From an optimization exercise on the open Yosys and OpenROAD flow, aimed at small area; shortcuts taken in it are not production practice. The RTL was checked by simulation tests, not by an equivalence proof against the original design. Power is estimated from default activity; no workload was simulated.

$ cat flow/flow/run.sh
#!/bin/bash
# The standard layout (standard.sh, unchanged synthesis and steps), with
# two changes: the port buffers are the smallest buffer, buf_1, and clock
# tree synthesis inserts no dummy loads. The whole ORFS output goes to
# standard.log in this folder; ORFS's per-step logs stay under orfs/logs.
export BUFFER_PORTS_ARGS="-buffer_cell sky130_fd_sc_hd__buf_1"
export CTS_ARGS="-sink_clustering_enable -repair_clock_nets -sink_clustering_size 8 -sink_clustering_max_diameter 40 -buf_list sky130_fd_sc_hd__clkbuf_4 -dont_use_dummy_load"
bash standard.sh > standard.log 2>&1
$ cat flow/standard.sh
#!/bin/bash
# synth_recipe.tcl (not shown) runs the flow's synth.tcl, then flattens the netlist and writes it again
# the make line also repeats each setting of config.mk as NAME=value (left out here)
make -C /OpenROAD-flow-scripts/flow DESIGN_CONFIG=/design/flow/config.mk WORK_HOME=/design/flow/orfs CLKGATE_MAP_FILE= SYNTH_SCRIPT=/design/flow/synth_recipe.tcl "${@:-finish}"
$ cat flow/config.mk
export PLATFORM = sky130hd
export DESIGN_NAME = sd_decim
export DESIGN_NICKNAME = sd_decim
export VERILOG_FILES = /design/flow/design.v
export SDC_FILE = /design/flow/constraint.sdc
export NUM_CORES = 4
export LEC_CHECK = 0
export CAP_MARGIN = 0
export CORE_MARGIN = 2
export CORE_UTILIZATION = 85
export CTS_BUF_LIST = sky130_fd_sc_hd__clkbuf_4
export CTS_CLUSTER_DIAMETER = 40
export CTS_CLUSTER_SIZE = 8
export PLACE_DENSITY = 0.9
export SLEW_MARGIN = 0
$ cat flow/constraint.sdc
create_clock -name core_clock -period 10.0 [get_ports {clk}]
set_input_delay 2.0000 -clock core_clock [delete_from_list [all_inputs] [get_ports {clk}]]
set_output_delay 2.0000 -clock core_clock [all_outputs]
set_load 0.01 [all_outputs]
$ cat flow/design.v
module sd_sinc3 #(
    parameter FAST = 0
) (
    input  wire        clk,
    input  wire        zero,       
    input  wire        act,        
    input  wire        x,          
    input  wire        main_end,   
    input  wire        fast_end,   
    input  wire        take_b,     
    input  wire [23:0] b_in,
    input  wire [1:0]  osr_sel,
    input  wire [15:0] hf,         
    input  wire [3:0]  fp,         
    input  wire [4:0]  fw,         
    input  wire [6:0]  oc_thr,
    output wire [24:0] sum,        
    output wire        clip,
    output wire        lost,       
    output wire [8:0]  fsum,       
    output wire        fover
);
    localparam FW = FAST ? 15 : 0;
    localparam W  = 24 + 8 + 6 + 1 + FW;
    reg  [W-1:0] s0, s1, s2;
    wire [W-1:0] head = ~(s2 | {W{zero}});
    wire [W-1:0] nxt;
    always @(posedge clk) begin
        s0 <= ~nxt;
        s1 <= s0;
        s2 <= s1;
    end
    wire [23:0] a    = head[23:0];
    wire [7:0]  ones = head[31:24];
    wire [5:0]  run  = head[37:32];
    wire        last = head[38];
    wire xa = x && act;
    wire me = act && main_end;
    wire [24:0] sa;
    sd_addinc #(.W(24), .K(16)) u_add_a (
        .a(a), .b(hf & {16{xa}}), .s(sa[23:0]), .co(sa[24])
    );
    wire [8:0]  n  = {1'b0, ones} + {8'd0, xa};
    assign sum = sa;
    wire [23:0] a_n    = take_b ? b_in : sa[23:0];
    wire [7:0]  ones_n = me ? 8'd0 : n[7:0];
    reg [8:0] clip_hi, clip_lo;
    always @(*) begin
        case (osr_sel)
            2'd0:    begin clip_hi = 9'd31;  clip_lo = 9'd1;  end
            2'd1:    begin clip_hi = 9'd61;  clip_lo = 9'd3;  end
            2'd2:    begin clip_hi = 9'd122; clip_lo = 9'd6;  end
            default: begin clip_hi = 9'd244; clip_lo = 9'd12; end
        endcase
    end
    assign clip = (n >= clip_hi) || (n <= clip_lo);
    wire [5:0] run_n;
    wire       last_n;
    sd_lossdet u_loss (
        .act(act), .x(x), .run(run), .last(last),
        .run_n(run_n), .last_n(last_n), .lost(lost)
    );
    generate
        if (FAST) begin : g_fast
            wire [7:0] fa = head[46:39];
            wire [6:0] fb = head[53:47];
            wire [7:0] fa_n;
            wire [6:0] fb_n;
            sd_sinc2 u_fast (
                .act(act), .x(x), .win_end(fast_end), .fp(fp), .fw(fw),
                .fa(fa), .fb(fb), .oc_thr(oc_thr),
                .fa_n(fa_n), .fb_n(fb_n), .sample(fsum), .over(fover)
            );
            assign nxt = {fb_n, fa_n, last_n, run_n, ones_n, a_n};
        end else begin : g_nofast
            assign fsum  = 9'd0;
            assign fover = 1'b0;
            assign nxt = {last_n, run_n, ones_n, a_n};
        end
    endgenerate
endmodule
module sd_sinc3_bc (
    input  wire        clk,
    input  wire        zero,       
    input  wire        act,        
    input  wire        x,          
    input  wire        main_end,   
    input  wire [15:0] hm,         
    input  wire [14:0] hl,         
    output wire [23:0] b_out       
);
    reg  [45:0] s0, s1, s2, s3, s4, s5;
    wire [45:0] head = ~(s5 | {46{zero}});
    wire [23:0] b = head[23:0];
    wire [21:0] c = head[45:24];
    wire xa = x && act;
    wire me = act && main_end;
    wire [23:0] sb;
    wire [21:0] sc;
    sd_addinc #(.W(24), .K(16)) u_add_b (
        .a(b), .b(hm & {16{xa}}), .s(sb), .co()
    );
    sd_addinc #(.W(22), .K(15)) u_add_c (
        .a(c), .b(hl & {15{xa}}), .s(sc), .co()
    );
    assign b_out = sb;
    always @(posedge clk) begin
        s0 <= ~(me ? {22'd0, 2'd0, sc} : {sc, sb});
        s1 <= s0;
        s2 <= s1;
        s3 <= s2;
        s4 <= s3;
        s5 <= s4;
    end
endmodule
module sd_rca #(
    parameter W = 8
) (
    input  wire [W-1:0] a,
    input  wire [W-1:0] b,
    input  wire         ci,
    output wire [W-1:0] s,
    output wire         co
);
    wire [W:0] c;
    assign c[0] = ci;
    genvar i;
    generate
        for (i = 0; i < W; i = i + 1) begin : bit_
            assign s[i]     = a[i] ^ b[i] ^ c[i];
            assign c[i + 1] = (a[i] & b[i]) | (c[i] & (a[i] ^ b[i]));
        end
    endgenerate
    assign co = c[W];
endmodule
module sd_addinc #(
    parameter W = 24,
    parameter K = 16
) (
    input  wire [W-1:0] a,
    input  wire [K-1:0] b,
    output wire [W-1:0] s,
    output wire         co
);
    wire         ck;
    wire [W-K:0] p;
    sd_rca #(.W(K)) u_low (.a(a[K-1:0]), .b(b), .ci(1'b0), .s(s[K-1:0]), .co(ck));
    assign p[0] = 1'b1;
    genvar i;
    generate
        for (i = K; i < W; i = i + 1) begin : inc_
            assign p[i - K + 1] = p[i - K] & a[i];
            assign s[i] = a[i] ^ (ck & p[i - K]);
        end
    endgenerate
    assign co = ck & p[W - K];
endmodule
module sd_sinc2 (
    input  wire       act,
    input  wire       x,
    input  wire       win_end,     
    input  wire [3:0] fp,          
    input  wire [4:0] fw,          
    input  wire [7:0] fa,
    input  wire [6:0] fb,
    input  wire [6:0] oc_thr,
    output wire [7:0] fa_n,
    output wire [6:0] fb_n,
    output wire [8:0] sample,      
    output wire       over
);
    wire xa = x && act;
    wire we = act && win_end;
    wire [8:0] sa;
    wire [6:0] sb;
    sd_rca #(.W(8)) u_add_a (
        .a(fa), .b({3'd0, fw & {5{xa}}}), .ci(1'b0), .s(sa[7:0]), .co(sa[8])
    );
    sd_rca #(.W(7)) u_add_b (
        .a(fb), .b({3'd0, fp & {4{xa}}}), .ci(1'b0), .s(sb), .co()
    );
    assign sample = sa;
    assign fa_n   = we ? {1'b0, sb} : sa[7:0];
    assign fb_n   = we ? 7'd0 : sb;
    wire [7:0] lo_sum = {1'b0, sa[6:0]} + {1'b0, oc_thr};
    assign over = sa[8] || (sa[7] ? (sa[6:0] >= oc_thr)
                                  : (!lo_sum[7] || lo_sum[6:0] == 7'd0));
endmodule
module sd_lossdet (
    input  wire       act,
    input  wire       x,
    input  wire [5:0] run,
    input  wire       last,
    output wire [5:0] run_n,
    output wire       last_n,
    output wire       lost
);
    wire same = (run != 6'd0) && (x == last);
    wire [5:0] step = {run[4:0], run[5] ^ run[4]};
    assign run_n  = !act ? run : same ? step : 6'd1;
    assign last_n = act ? x : last;
    assign lost   = act && same && (run == 6'd32);
endmodule
module sd_decim (
    input  wire         clk,
    input  wire         rst,         
    input  wire         enable,
    input  wire [1:0]   osr_sel,     
    input  wire [6:0]   oc_thr,
    input  wire         mod_tick,
    input  wire [5:0]   sd_in,
    output reg          main_valid,
    output reg  [149:0] main_data,
    output reg  [5:0]   main_clip,
    output reg          fast_valid,
    output reg  [26:0]  fast_data,
    output reg  [2:0]   oc_trip,
    output reg  [5:0]   sd_loss
);
    wire clr  = rst || !enable;
    wire tick = mod_tick && !clr;
    reg  [2:0] pc;
    wire       p3 = (pc == 3'd4);    
    wire       p6 = (pc == 3'd1);    
    reg  [2:0] zc;                   
    reg        za, zb;               
    reg  [1:0] hc;                   
    reg        bc_hi;                
    reg  [2:0] xr0, xr1;             
    reg  [7:0] phase;                
    reg        primed;               
    reg        act, act_bc;          
    wire       zero   = za;                      
    wire       zero_bc = zb;                     
    wire [8:0] osr      = 9'd32 << osr_sel;
    wire       main_end = (phase == osr[7:0] - 8'd1);
    wire       fast_end = (phase[3:0] == 4'd15);
    reg  [15:0] hf, hm;
    reg  [14:0] hl;
    reg  [15:0] hf0, hm0;
    always @(*) begin
        case (osr_sel)
            2'd0:    begin hf0 = 16'd528;   hm0 = 16'd496;   end
            2'd1:    begin hf0 = 16'd2080;  hm0 = 16'd2016;  end
            2'd2:    begin hf0 = 16'd8256;  hm0 = 16'd8128;  end
            default: begin hf0 = 16'd32896; hm0 = 16'd32640; end
        endcase
    end
    wire [8:0] n_i = osr - {1'b0, phase};           
    wire [9:0] n_2i = {1'b0, osr} - {1'b0, phase, 1'b0};    
    wire [15:0] hf_n, hm_n;
    wire [14:0] hl_n;
    sd_rca #(.W(16)) u_add_hf (
        .a(hf), .b(~{7'd0, n_i}), .ci(1'b1), .s(hf_n), .co()
    );
    sd_rca #(.W(16)) u_add_hm (
        .a(hm), .b({{6{n_2i[9]}}, n_2i}), .ci(1'b0), .s(hm_n), .co()
    );
    sd_rca #(.W(15)) u_add_hl (
        .a(hl), .b({7'd0, phase}), .ci(1'b0), .s(hl_n), .co()
    );
    always @(posedge clk) begin
        act    <= !clr && (tick || pc[2] && (pc[1] || pc[0]));    
        act_bc <= !clr && (tick || pc[2] || pc[1]);               
        za <= clr || zc[2] && (zc[1] || zc[0]);    
        zb <= clr || zc[2] || zc[1];               
        if (clr) begin
            pc     <= 3'd0;
            zc     <= 3'd6;
            hc     <= 2'd0;
            bc_hi  <= 1'b0;
            phase  <= 8'd0;
            primed <= 1'b0;
            hf     <= hf0;
            hm     <= hm0;
            hl     <= 15'd0;
            main_valid <= 1'b0;
            fast_valid <= 1'b0;
        end else begin
            if (tick)
                pc <= 3'd6;
            else if (pc != 3'd0)
                pc <= pc - 3'd1;
            if (zc != 3'd0)
                zc <= zc - 3'd1;
            hc <= (hc == 2'd2) ? 2'd0 : hc + 2'd1;
            if (hc == 2'd2)
                bc_hi <= !bc_hi;
            main_valid <= p3 && main_end;
            fast_valid <= p3 && fast_end;
            if (p3 && fast_end)
                primed <= 1'b1;
            if (p6) begin
                if (main_end) begin
                    phase <= 8'd0;
                    hf    <= hf0;
                    hm    <= hm0;
                    hl    <= 15'd0;
                end else begin
                    phase <= phase + 8'd1;
                    hf    <= hf_n;
                    hm    <= hm_n;
                    hl    <= hl_n;
                end
            end
        end
        if (tick)
            case (hc)
                2'd0:    begin xr0 <= {sd_in[0], sd_in[2], sd_in[1]};
                               xr1 <= {sd_in[3], sd_in[5], sd_in[4]}; end
                2'd1:    begin xr0 <= {sd_in[1], sd_in[0], sd_in[2]};
                               xr1 <= {sd_in[4], sd_in[3], sd_in[5]}; end
                default: begin xr0 <= sd_in[2:0];
                               xr1 <= sd_in[5:3]; end
            endcase
        else begin
            xr0 <= {xr0[0], xr0[2:1]};
            xr1 <= {xr1[0], xr1[2:1]};
        end
    end
    wire [4:0] fw = 5'd16 - {1'b0, phase[3:0]};    
    wire [24:0] sum0, sum1;
    wire        clip0, clip1, lost0, lost1;
    wire [8:0]  fsum;
    wire        fover;
    wire [23:0] b_out;
    wire        take = act_bc && main_end;
    sd_sinc3_bc u_bc (
        .clk(clk), .zero(zero_bc), .act(act_bc), .x(bc_hi ? xr1[0] : xr0[0]),
        .main_end(main_end), .hm(hm), .hl(hl), .b_out(b_out)
    );
    sd_sinc3 #(.FAST(1)) u_lane0 (
        .clk(clk), .zero(zero), .act(act), .x(xr0[0]),
        .main_end(main_end), .fast_end(fast_end),
        .take_b(take && !bc_hi), .b_in(b_out), .osr_sel(osr_sel),
        .hf(hf), .fp(phase[3:0]), .fw(fw), .oc_thr(oc_thr),
        .sum(sum0), .clip(clip0), .lost(lost0), .fsum(fsum), .fover(fover)
    );
    sd_sinc3 #(.FAST(0)) u_lane1 (
        .clk(clk), .zero(zero), .act(act), .x(xr1[0]),
        .main_end(main_end), .fast_end(fast_end),
        .take_b(take && bc_hi), .b_in(b_out), .osr_sel(osr_sel),
        .hf(hf), .fp(phase[3:0]), .fw(fw), .oc_thr(oc_thr),
        .sum(sum1), .clip(clip1), .lost(lost1), .fsum(), .fover()
    );
    wire ld_main = act && main_end;
    wire ld_fast = act && fast_end;
    wire [24:0] bus0 = clr ? 25'd0 : sum0;
    wire [24:0] bus1 = clr ? 25'd0 : sum1;
    wire        cb0  = clip0 && !clr;
    wire        cb1  = clip1 && !clr;
    wire [8:0]  fbus = clr ? 9'd0 : fsum;
    integer j;
    always @(posedge clk) begin
        for (j = 0; j < 3; j = j + 1) begin
            if (clr || (ld_main && hc == j)) begin
                main_data[25*j +: 25]      <= bus0;
                main_data[25*j + 75 +: 25] <= bus1;
                main_clip[j]     <= cb0;
                main_clip[j + 3] <= cb1;
            end
            if (clr || (ld_fast && hc == j))
                fast_data[9*j +: 9] <= fbus;
            if (clr)
                oc_trip[j] <= 1'b0;
            else if (ld_fast && hc == j && primed && fover)
                oc_trip[j] <= 1'b1;
            if (clr)
                sd_loss[j] <= 1'b0;
            else if (lost0 && hc == j)
                sd_loss[j] <= 1'b1;
            if (clr)
                sd_loss[j + 3] <= 1'b0;
            else if (lost1 && hc == j)
                sd_loss[j + 3] <= 1'b1;
        end
    end
endmodule
==> out/qor.yml, run 1 <==
status:
  status: "finished clean"
detailed_routing:
  drc: 0
  ant_nets: 0
  vias: 17900
  viasPerCell: 6.52
  firstDrtPassIters: 18
  wl_per_cell_um: 25.9
  drtIter0Drc: 2232
  wl_um: 71100
floorplanning:
  dieArea_um2: 33400
  die_w_um: 183
  die_h_um: 183
  core_um2: 31500
  initial_utilization: 0.863
  io_pins: 213
  placementRows: 65
placement:
  dp_hpwl_um: 43300
  gp_congestion: 0.861
  numPortBuffers: 212
  dp.cells: 2636
yosys:
  yosys_warnings: 4
  syn_inst: 2076
  ys_seq_area_frac: 0.686
  synth-async-reset-ratio: 0
  synth_seq_cells: 823
  synth_commonest_cells: "dfxtp_1 (609), nand2_1 (282), edfxtp_1 (214)"
  ys_types: 61
  ys_top_cells_by_area: "dfxtp_1 (45%), edfxtp_1 (24%), fa_1 (7.0%)"
  netlist_area_um2: 27200
  synth_edf_count: 214
  synth_top_area_frac: 0.449
  synth.most_common_cell: "dfxtp_1"
  avgSynthCellArea_um2: 13.1
  yosysTopAreaCell: "dfxtp_1"
  synthesis.nets: 2287
  synth_top_flop_cell: "dfxtp_1"
cells_and_area:
  nNetsFinal: 2560
  fill_cells: 929
  stdcell_count: 2752
  drive_above_1_share: 0.0895
  area_growth_pct: 7.40
pwr:
  comb_power_share: 0.052
  pwr-share-seq: 0.660
  p_sw_frac: 0.238
  max-vdd-ir-drop_uv: 173
  p_int_w: 0.00411
  p_total_w: 0.00539
  p_clk_frac: 0.289
  p_sw_w: 0.00128
  power_density_nw_per_um2: 185
  p_leak_nw: 11.3
timing:
  timing.final.crit_share: 0.939
  slew_headroom: 0.118
  report.final.slew_viol_count: 0
  finalHoldViolCount: 0
  fmax_mhz: 106
  fin_setup_tns_ns: 0
  setup_violations: 0
  max_slew.worst_pin.slew_ns: 1.32
  hold_slack_ns: 0.269
  fin_worst_skew_ns: 0.124
  rsz0062_at_grt: "no"
  fin_crit_ns: 9.39
clocking:
  htree_levels: 3
  cts_setup_buffers: 0
  cts-root-buf: "clkbuf_4"
  clk_path_buf_depth: 3
  cts_tree: "built"
  cts_made_buffers: 113
  numClockSinks: 823
  worst_skew_pair.late_latency_ns: 0.87
  cts_resized: 0
  hold_buffers: 0
  clkTransAtPathRegs_ns: 0.09
critical_path:
  critPathLaunchType: "register"
  worst_setup_path_end_kind: "register"
  setup.worst_path.class: "reg -> reg"
  cp_data_arrival_time_ns: 9.91
  critPathMaxFanout: 7
  worstPathRequired_ns: 10.52
grt:
  global_route.usage.total: 0.432
  grt_pass1_vias: 18700
  grt_pass1_wl_um: 107000
  grt-ovfl-total: 0
  antenna_found_initial: 3
  grt_max_degree: 59
flow_run:
  maxCapViolCount: 0
min_path:
  hold_path.class: "reg -> reg"
==> power by group through the flow <==
| stage | sequential [W] | combinational [W] | clock (W) |
|---|---|---|---|
| floorplan | 0.00363 | 0.000141 | 0 |
| global placement | 0.00361 | 0.000236 | 0 |
| detailed placement | 0.00362 | 0.000260 | 0 |
| CTS | 0.00355 | 0.000274 | 0.00155 |
| global route | 0.00356 | 0.000301 | 0.00166 |
| finish | 0.00355 | 0.000280 | 0.00156 |
==> critical path, stage by stage (launching register included) <==
cell and delay [ns]:
dfxtp_1 0.49, nand2_1 0.23, nor2_1 0.16, ha_1 0.21
fa_1 0.20, fa_1 0.17, inv_1 0.05, fa_1 0.40
fa_1 0.42, fa_1 0.41, fa_1 0.40, fa_1 0.42
fa_1 0.44, fa_1 0.42, fa_1 0.39, fa_1 0.40
fa_1 0.42, fa_1 0.43, fa_1 0.40, fa_1 0.45
nor4_1 0.71, nand2_1 0.28, or3_1 0.47, nor4_1 0.65
==> layout make-up <==
class / count / area [um2] / share of cell area
sequential: 823 / 18600 / 0.638
multi-input combinational: 1099 / 7970 / 0.273
timing repair buffer: 225 / 893 / 0.0306
clock buffer: 113 / 848 / 0.0291
tap: 402 / 503 / 0.0172
inverter: 87 / 327 / 0.0112
antenna: 3 / 7.51 / 0.000257
==> stage by stage <==
stage,utilization,setup slack (ns),cell area [um2]
6_report,0.927,0.609,29200
5_1_grt,0.927,0.314,29200
4_1_cts,0.926,0.868,29200
3_5_place_dp,0.900,1.08,28300
3_3_place_gp,0.900,1.56,28300
2_1_floorplan,-,1.76,27200
==> path summary, 6_finish.rpt <==
kind | start | slack, ns | to | depth (start not counted)
setup reg to reg | xr0[0]$_DFF_P_ | 0.61 | main_data[74]$_DFFE_PP_ | 23
setup / recovery | xr0[0]$_DFF_P_ | 0.61 | main_data[74]$_DFFE_PP_ | 23
hold / removal | u_lane0.s0[34]$_DFF_P_ | 0.27 | u_lane0.s1[34]$_DFF_P_ | 0
hold reg to reg | u_lane0.s0[34]$_DFF_P_ | 0.27 | u_lane0.s1[34]$_DFF_P_ | 0
==> placed cells by master (no fill, tap or decap), types with 4 or more instances in the layout <==
cell / instances
dfxtp_1: 608
nand2_1: 282
edfxtp_1: 214
buf_1: 212
nor2_1: 169
clkbuf_4: 113
ha_1: 97
fa_1: 95
inv_1: 86
or2_2: 67
a21oi_1: 51
o21ai_0: 36
xnor2_1: 35
and2_1: 28
xor2_1: 28
nand2b_1: 23
nor3_1: 21
mux2i_1: 18
a22o_1: 17
and3_1: 13
buf_4: 13
nor4_1: 12
o22ai_1: 11
nand3_1: 9
a21o_1: 8
or3_1: 7
a31oi_1: 6
nand3b_1: 5
nor2b_1: 4
==> cell families (layout without fill, tap and decap cells) <==
kind of cell               count (synthesis)  count (layout)  share of synthesized area
muxes                                     20              20                    0.00746
buffers and inverters                    154             425                     0.0220
other                                      1               4                   0.000138
adders and majority gates                192             192                      0.115
and+or+nand+nor                          663             663                      0.113
DFF                                      823             823                      0.686
xor gates and xnor gates                  63              63                     0.0203
AOI/OAI and AO/OA                        160             160                     0.0372
==> registers in the layout, indices dropped and copies added (netlist names), 6 cells and up <==
signal / count
u_lane1.s1: 39
u_lane0.s0: 54
u_lane1.s2: 39
hm: 15
u_bc.s0: 46
phase: 8
u_lane1.s0: 39
u_bc.s2: 46
u_lane0.s1: 54
hl: 15
sd_loss: 6
main_data: 150
main_clip: 6
u_bc.s5: 46
u_bc.s3: 46
u_bc.s4: 46
u_lane0.s2: 54
u_bc.s1: 46
fast_data: 27
hf: 16
==> layer usage <==
metal | part of all wire | track usage | wire length [um]
met3 | 0.11 | 0.108 | 7820
met4 | 0.068 | 0.253 | 4830
met1 | 0.34 | 0.523 | 24200
met5 | 0.00022 | 0 | 16
met2 | 0.48 | 0.715 | 34200
==> inputs of run 2 (changes only) <==
--- a/flow/config.mk
+++ b/flow/config.mk
@@ -9,3 +9,3 @@
 export CORE_MARGIN = 2
-export CORE_UTILIZATION = 85
+export CORE_UTILIZATION = 80
 export CTS_BUF_LIST = sky130_fd_sc_hd__clkbuf_4
@@ -13,3 +13,3 @@
 export CTS_CLUSTER_SIZE = 8
-export PLACE_DENSITY = 0.9
+export PLACE_DENSITY = 0.88
 export SLEW_MARGIN = 0
==> run 2 against run 1 <==
Compared with the run above: setup slack better by 0.46 ns; non-clock buffer count is 4 higher; register-to-register slack better by 0.46 ns; utilization is 5.2 points lower; clock power is 4% lower; first-iteration DRC count is 25% lower; sequential share of layout area is 0.19 points lower; critical endpoint is now main_data[73]$_DFFE_PP_; largest power group unchanged.
==> out/qor.yml, run 2 <==
status:
  status: "finished clean"
cells_and_area:
  area_growth_pct: 7.72
  layout_commonest_cell: "dfxtp_1"
  layout_common_cells: "dfxtp_1 (608), nand2_1 (282), edfxtp_1 (214)"
  drive_above_1_share: 0.0910  # +0.00155
  fill_cells: 1492  # +61%
  nNetsFinal: 2564  # +0.16%
  top_register: "main_data"
  largest_register_ffs: 150  # unchanged
  fin_util: 0.875  # -0.0522
yosys:
  syn_inst: 2076  # unchanged
  synth_edf_count: 214  # unchanged
  synthMuxAreaShare: 0.00746  # unchanged
  synth-async-reset-ratio: 0  # unchanged
  synth.most_common_cell: "dfxtp_1"
  ys_types: 61  # unchanged
  yosysTopAreaCell: "dfxtp_1"
  synthesis.nets: 2287  # unchanged
  avgSynthCellArea_um2: 13.1  # unchanged
  synth_top_flop_cell: "dfxtp_1"
  synth_compound_area_frac: 0.0372  # unchanged
  synth-adder-area-share: 0.115  # unchanged
  yosys.area_share.simple: 0.113  # unchanged
  synth_commonest_cells: "dfxtp_1 (609), nand2_1 (282), edfxtp_1 (214)"
  synth_top_area_frac: 0.449  # unchanged
  ys_seq_area_frac: 0.686  # unchanged
  synth_top_family_by_area: "adder cells"
  synth_seq_cells: 823  # unchanged
  yosys_warnings: 4  # unchanged
  synth-xor-area-share: 0.0203  # unchanged
  ys_top_cells_by_area: "dfxtp_1 (45%), edfxtp_1 (24%), fa_1 (7.0%)"
  netlist_area_um2: 27200  # unchanged
clocking:
  clk_path_buf_depth: 3  # unchanged
  hold_buffers: 0  # unchanged
  clkTransAtPathRegs_ns: 0.08  # about the same
  cts_made_buffers: 113  # unchanged
  htree_levels: 3  # unchanged
  numClockSinks: 823  # unchanged
  cts_resized: 0  # unchanged
  worst_skew_pair.late_latency_ns: 0.84  # -0.03 ns
  cts_setup_buffers: 0  # unchanged
  cts-root-buf: "clkbuf_4"
  cts_tree: "built"
placement:
  dp_hpwl_um: 39600  # -8.7%
  gp_congestion: 0.855  # -0.74%
  numPortBuffers: 212  # unchanged
  pre_cts_ws_ns: 1.30  # +0.218 ns
timing:
  max_slew.worst_pin.slew_ns: 1.26  # -0.0636 ns
  timing.final.crit_share: 0.893  # -0.0456
  fin_worst_skew_ns: 0.0939  # -0.0305 ns
  fin_setup_tns_ns: 0  # unchanged
  fin_crit_ns: 8.93  # -0.456 ns
  slew_headroom: 0.160  # +0.0415
  setup_violations: 0  # unchanged
  hold_slack_ns: 0.265  # -0.00466 ns
  report.final.slew_viol_count: 0  # unchanged
  rsz0062_at_grt: "no"
  finalHoldViolCount: 0  # unchanged
  fmax_mhz: 112  # +5.1%
  post-route-worst-setup-slack_ns: 1.07  # +0.456 ns
grt:
  grt_max_degree: 60  # +1.7%
  global_route.usage.total: 0.335  # -0.0979
  grt_pass1_vias: 16900  # -9.9%
  grt-ovfl-total: 0  # unchanged
  grt_pass1_wl_um: 90000  # -16%
  antenna_found_initial: 3  # unchanged
detailed_routing:
  viasPerCell: 5.87  # -10%
  wl_um: 58300  # -18%
  drtIter0Drc: 1673  # -25%
  firstDrtPassIters: 5  # -13
  drc: 0  # unchanged
  wl_per_cell_um: 20.8  # -19%
  vias: 16400  # -8.4%
  ant_nets: 0  # unchanged
critical_path:
  cp_data_arrival_time_ns: 9.48  # -0.43 ns
  setup.worst_path.class: "reg -> reg"
  worstPathRequired_ns: 10.54  # +0.02 ns
  critPathMostFrequentCell: "fa_1"
  slowest_stage: "dfxtp_1"
  critPathMaxStageDelay_ns: 0.61  # -0.10 ns
  critPathMaxFanout: 16  # +9
  critPathLaunchType: "register"
  worst_setup_path_end_kind: "register"
floorplanning:
  placementRows: 67  # +3.1%
  dieArea_um2: 35400  # +6.1%
  core_um2: 33400  # +6.3%
  io_pins: 213  # unchanged
  die_h_um: 188  # +3.0%
  initial_utilization: 0.812  # -0.0509
  die_w_um: 188  # +3.0%
pwr:
  p_leak_nw: 11.3  # +0.18%
  p_sw_frac: 0.225  # -0.0125
  power_density_nw_per_um2: 181  # -2.0%
  p_clk_frac: 0.282  # -0.007
  pwr-share-seq: 0.669  # +0.009
  p_sw_w: 0.00119  # -6.9%
  comb_power_share: 0.049  # -0.003
  p_int_w: 0.00410  # about the same
  max-vdd-ir-drop_uv: 166  # -4.1%
min_path:
  hold_path.class: "reg -> reg"
flow_run:
  maxCapViolCount: 0  # unchanged
==> run 2: cell count changes in the layout (fill, tap and decap cells not counted), sizes merged <==
cell / delta
buf: +4
diode: -1
==> run 2: layer usage <==
layer	part of all wire	wire length [um]	track usage	up-vias
li1	-	-	-	7367
met1	0.39	22900	0.438	7965
met2	0.49	28500	0.561	953
met3	0.087	5050	0.0628	149
met4	0.031	1790	0.134	0
met5	0	0	0	-
==> run 2: cell type report <==
class,instances,area [um2],share of cell area
tap,448,561,0.0192
timing repair buffer,229,923,0.0316
antenna,2,5.00,0.000171
multi-input combinational,1099,7970,0.272
clock buffer,113,848,0.0290
sequential,823,18600,0.637
inverter,87,327,0.0112
==> run 2: logic make-up after synthesis <==
kind of cell,count (synthesis)
xor+xnor,63
flops,823
compound gates,160
fa+ha+maj,192
simple gates,663
buf+inv,154
mux,20
other cells,1
==> run 2: through the flow <==
| stage | power, W | cell area [um2] | std cells |
|---|---|---|---|
| detailed placement | 0.00387 | 28400 | 2686 |
| CTS | 0.00531 | 29200 | 2799 |
| global route | 0.00548 | 29300 | 2801 |
| floorplan | 0.00377 | 27200 | 2076 |
| finish | 0.00530 | 29300 | 2801 |
| global placement | 0.00385 | 28400 | 2686 |
==> run 2: final timing paths <==
kind | start | end | slack [ns] | depth (start not counted)
min | u_bc.s2[4]$_DFF_P_ | u_bc.s3[4]$_DFF_P_ | 0.26 | 0
min reg2reg | u_bc.s2[4]$_DFF_P_ | u_bc.s3[4]$_DFF_P_ | 0.26 | 0
max reg2reg | act$_DFF_P_ | main_data[73]$_DFFE_PP_ | 1.07 | 25
max | act$_DFF_P_ | main_data[73]$_DFFE_PP_ | 1.07 | 25
==> run 2: worst max-delay path: cells and delay by family, from the launching register on <==
kind                     cells  cell delay [ns]
adder cells (fa/ha/maj)     16             5.89
flip-flops                   1             0.61
AND/OR/NAND/NOR              7             2.01
buffers and inverters        1             0.05
XOR/XNOR                     1             0.11
==> run 2: power groups by stage <==
| stage | registers (W) | clock network, W | logic (W) |
|---|---|---|---|
| 2_1_floorplan | 0.00363 | 0 | 0.000141 |
| 3_3_place_gp | 0.00361 | 0 | 0.000238 |
| 3_5_place_dp | 0.00362 | 0 | 0.000252 |
| 4_1_cts | 0.00355 | 0.00151 | 0.000256 |
| 5_1_grt | 0.00355 | 0.00164 | 0.000283 |
| 6_report | 0.00355 | 0.00149 | 0.000257 |

separate check: timing with driven ports:
The flow's constraints put no driver on any port. The routed layouts listed below were extracted and timed again, unchanged, in two steps.
Step 1 assumes that a clkbuf_16 drives the clock port and a buf_2 every other input.
Step 2 adds t to the input delays and takes it off the output delays; t is the mean of the earliest and latest rising clock arrival at the registers after step 1. Input paths then give back, and output paths get back, about the clock's delay inside the block.
Slacks: ideal / step 1 / step 2; pairs: ideal / step 1.
run | t, ns | setup WS [ns] | worst data-port slew with drivers (ns)
run 1 | 0.864 | 0.609 / 0.609 / 0.609 | 0.15
run 2 | 0.847 | 1.065 / 1.065 / 1.065 | 0.09
After both steps every run listed still meets setup and hold.
